This design comes from an exercise in tuning for small area and a short achievable clock period on the open sky130 flow, not from production work. RTL that was checked went through simulation tests only; none was proved equivalent to the original.

alpha:
==> flow/design.v (excerpt) <==
module wa_readout (
    input  wire         clk,
    input  wire         rst_n,
    input  wire         in_valid,
    input  wire [191:0] in_value,      
    input  wire [31:0]  in_wrap,       
    input  wire [4:0]   in_flags,      
    input  wire [3:0]   in_fmt,        
    input  wire [7:0]   in_shift,      
    input  wire         in_sr,         
    input  wire [23:0]  in_rand,       
    input  wire         in_ovf_inf,    
    output reg          out_valid,
    output reg  [31:0]  out_code,      
    output reg  [2:0]   out_fstat      
);
Size: roughly 390 flip-flops, about 0.023 mm^2 of cells after synthesis.
clock: 28.0 ns
lec_check: 0
cap_margin: 20
core_margin: 2
core_utilization: 45
slew_margin: 20
synth_hierarchical: 1
standard.sh (not shown) runs the stock make flow with config.mk's settings and CLKGATE_MAP_FILE= SYNTH_SCRIPT=/design/flow/synth_recipe.tcl, a recipe that flattens the netlist after the stock synthesis.
==> flow/flow/run.sh <==
#!/bin/bash
# Layout flow: the standard flow with
#  - synthesis as the standard flow's, but ABC mapping for area only (flow/synth.tcl);
#  - single-drive buffers on the ports;
#  - a clock tree of fewer, larger sink clusters without dummy loads.
set -euo pipefail
export WA_FLOW_DIR="$PWD/flow"
bash standard.sh \
    "SYNTH_SCRIPT=$PWD/flow/synth.tcl" \
    SETUP_SLACK_MARGIN=21 \
    "BUFFER_PORTS_ARGS=-buffer_cell sky130_fd_sc_hd__buf_1" \
    "CTS_ARGS=-sink_clustering_enable -repair_clock_nets -dont_use_dummy_load -sink_clustering_size 25 -sink_clustering_max_diameter 150 -buf_list {sky130_fd_sc_hd__clkbuf_8 sky130_fd_sc_hd__clkbuf_16}" \
    finish > standard.log 2>&1
==> flow/flow/abc_area_min.script <==
&get -n
&st
&dch
&nf -a
&put
topo
==> flow/flow/synth.tcl <==
# The standard synthesis (synth_recipe.tcl), with one change: ABC maps for
# least area and leaves buffering and sizing to OpenROAD's repair steps.
proc synth {args} { yosys synth -nofsm -noshare {*}$args }
proc abc {args} {
  set i [lsearch $args -script]
  if {$i >= 0} { lset args [expr {$i + 1}] $::env(WA_FLOW_DIR)/abc_area_min.script }
  yosys abc {*}$args
}
source $::env(SCRIPTS_DIR)/synth.tcl
# left out here: clear keep_hierarchy, flatten, clean up, hide names made inside functions, write 1_2_yosys.v
Modified inputs, beta compared to alpha
==> flow/flow/run.sh <==
#!/bin/bash
# Layout flow: the standard flow, with timing repair aimed at a period of
# about 7 ns (the clock is still the design's 28 ns; repair_timing is only
# asked for a larger setup margin), single-drive buffers on the ports and a
# clock tree of fewer, larger sink clusters without dummy loads.
set -euo pipefail
bash standard.sh \
    SETUP_SLACK_MARGIN=21 \
    "BUFFER_PORTS_ARGS=-buffer_cell sky130_fd_sc_hd__buf_1" \
    "CTS_ARGS=-sink_clustering_enable -repair_clock_nets -dont_use_dummy_load -sink_clustering_size 25 -sink_clustering_max_diameter 150 -buf_list {sky130_fd_sc_hd__clkbuf_8 sky130_fd_sc_hd__clkbuf_16}" \
    finish > standard.log 2>&1
removed: flow/flow/abc_area_min.script
removed: flow/flow/synth.tcl
Results
- [compare] base=alpha new=beta: synthesized cell count picked up an extra 11%; depth of the worst register-to-register path lost 4.2%; minimum hold slack lost 0.0039 ns; number of cells after detailed placement picked up an extra about 5%; distinct cell type count of the synthesized netlist picked up an extra about 60%.
- beta reports a higher simple logic cell fraction of the synthesized area than alpha does.
- Re number of buffer and inverter instances along the worst setup path: beta is 2 down on alpha.
Input changes introduced in gamma (baseline for comparison: beta):
==> flow/flow/run.sh <==
#!/bin/bash
# Layout flow: the standard flow, with timing repair aimed at a period of
# about 7 ns (the clock is still the design's 28 ns; repair_timing is only
# asked for a larger setup margin) and single-drive buffers on the ports.
set -euo pipefail
bash standard.sh \
    SETUP_SLACK_MARGIN=21 \
    "BUFFER_PORTS_ARGS=-buffer_cell sky130_fd_sc_hd__buf_1" \
    finish > standard.log 2>&1
Notes after the runs:
Compared with beta, gamma is hungrier on power.
Looking at minimum clock period, gamma sits 0.0083 ns below beta.
Wire length on gamma is up relative to beta.
There was hardly any difference in width of the chip between gamma and beta.
No functional check of the RTL was part of any run of this note.

== run 1 ==
wa_readout, a different RTL version from the one above (not shown whole).
For scale: about 3000 cells after synthesis, about 390 flip-flops, about 310 I/O pins, roughly 25000 um^2 of cells after synthesis.
// wa_readout
module wa_readout (
    input  wire         clk,
    input  wire         rst_n,
    input  wire         in_valid,
    input  wire [191:0] in_value,      
    input  wire [31:0]  in_wrap,       
    input  wire [4:0]   in_flags,      
    input  wire [3:0]   in_fmt,        
    input  wire [7:0]   in_shift,      
    input  wire         in_sr,         
    input  wire [23:0]  in_rand,       
    input  wire         in_ovf_inf,    
    output reg          out_valid,
    output reg  [31:0]  out_code,      
    output reg  [2:0]   out_fstat      
);
Settings: LEC_CHECK=0, CAP_MARGIN=20, CORE_MARGIN=2, CORE_UTILIZATION=45, SLEW_MARGIN=20, SYNTH_HIERARCHICAL=1; clock period 28.0 ns.
==> flow/flow/run.sh <==
#!/bin/bash
# Layout flow: the standard flow, with timing repair aimed at a period of
# about 7 ns (the clock is still the design's 28 ns; repair_timing is only
# asked for a larger setup margin) and single-drive buffers on the ports.
set -euo pipefail
bash standard.sh \
    SETUP_SLACK_MARGIN=21 \
    "BUFFER_PORTS_ARGS=-buffer_cell sky130_fd_sc_hd__buf_1" \
    finish > standard.log 2>&1
#### Input delta (run 2 over run 1)
==> flow/flow/run.sh <==
#!/bin/bash
# Layout flow: the standard flow with
#  - synthesis as the standard flow's, but ABC mapping for area only (flow/synth.tcl);
#  - single-drive buffers on the ports;
#  - a clock tree of fewer, larger sink clusters without dummy loads.
set -euo pipefail
export WA_FLOW_DIR="$PWD/flow"
bash standard.sh \
    "SYNTH_SCRIPT=$PWD/flow/synth.tcl" \
    SETUP_SLACK_MARGIN=21 \
    "BUFFER_PORTS_ARGS=-buffer_cell sky130_fd_sc_hd__buf_1" \
    "CTS_ARGS=-sink_clustering_enable -repair_clock_nets -dont_use_dummy_load -sink_clustering_size 25 -sink_clustering_max_diameter 150 -buf_list {sky130_fd_sc_hd__clkbuf_8 sky130_fd_sc_hd__clkbuf_16}" \
    finish > standard.log 2>&1
==> flow/flow/abc_area_min.script (new file) <==
&get -n
&st
&dch
&nf -a
&put
topo
==> flow/flow/synth.tcl (new file) <==
# The standard synthesis (synth_recipe.tcl), with one change: ABC maps for
# least area and leaves buffering and sizing to OpenROAD's repair steps.
proc synth {args} { yosys synth -nofsm -noshare {*}$args }
proc abc {args} {
  set i [lsearch $args -script]
  if {$i >= 0} { lset args [expr {$i + 1}] $::env(WA_FLOW_DIR)/abc_area_min.script }
  yosys abc {*}$args
}
source $::env(SCRIPTS_DIR)/synth.tcl
# left out here: clear keep_hierarchy, flatten, clean up, hide names made inside functions, write 1_2_yosys.v
### Flow results
Post-synthesis sequential area ratio in run 2 is 4.7 points above run 1. On post-synthesis xor/xnor area fraction: run 2 sits above run 1. The lower endpoint required time on the critical path of run 1 and run 2 is in run 2. Sort run 1 and run 2 by clock tree skew after final layout, ascending, and run 1 comes first. Summary of run 2 over run 1: non-clock buffer count shrank by 4.5%, met3 wire length shrank by 2.5 mm, initial standard-cell utilization of the core held steady. The timing startpoint of the critical path comes out a_v[8]$_DFF_P_ in one run and a_v[128]$_DFF_P_ in the other, namely in run 2 and run 1 respectively. Run 2 ends up with lower synthesized cell count than run 1 does.

-- static timing again, ports no longer ideal --
The flow's constraints put no driver on any port. The routed layouts listed below were extracted and timed again, unchanged, in two steps. Step 1, drivers: a clkbuf_16 drives clk and a buf_2 each remaining input, both assumed. Step 2 also shifts input and output timing later by t, the mid clock arrival at the registers, as if the neighbouring blocks saw the same clock. a / b / c = ideal / step 1 / step 2; a / b = the first two.
run	t (ns)	setup slack, ns	worst hold slack (ns)
alpha	0.601	21.166 / 21.166 / 21.166	0.333 / 0.333 / 0.333
beta	0.629	21.121 / 21.121 / 21.121	0.329 / 0.329 / 0.329
gamma	0.655	21.130 / 21.130 / 21.130	0.323 / 0.323 / 0.323
run 1	0.637	21.030 / 21.030 / 21.030	0.326 / 0.326 / 0.326
run 2	0.597	21.082 / 21.082 / 21.082	0.334 / 0.334 / 0.334
After both steps setup and hold are still met in every run listed.
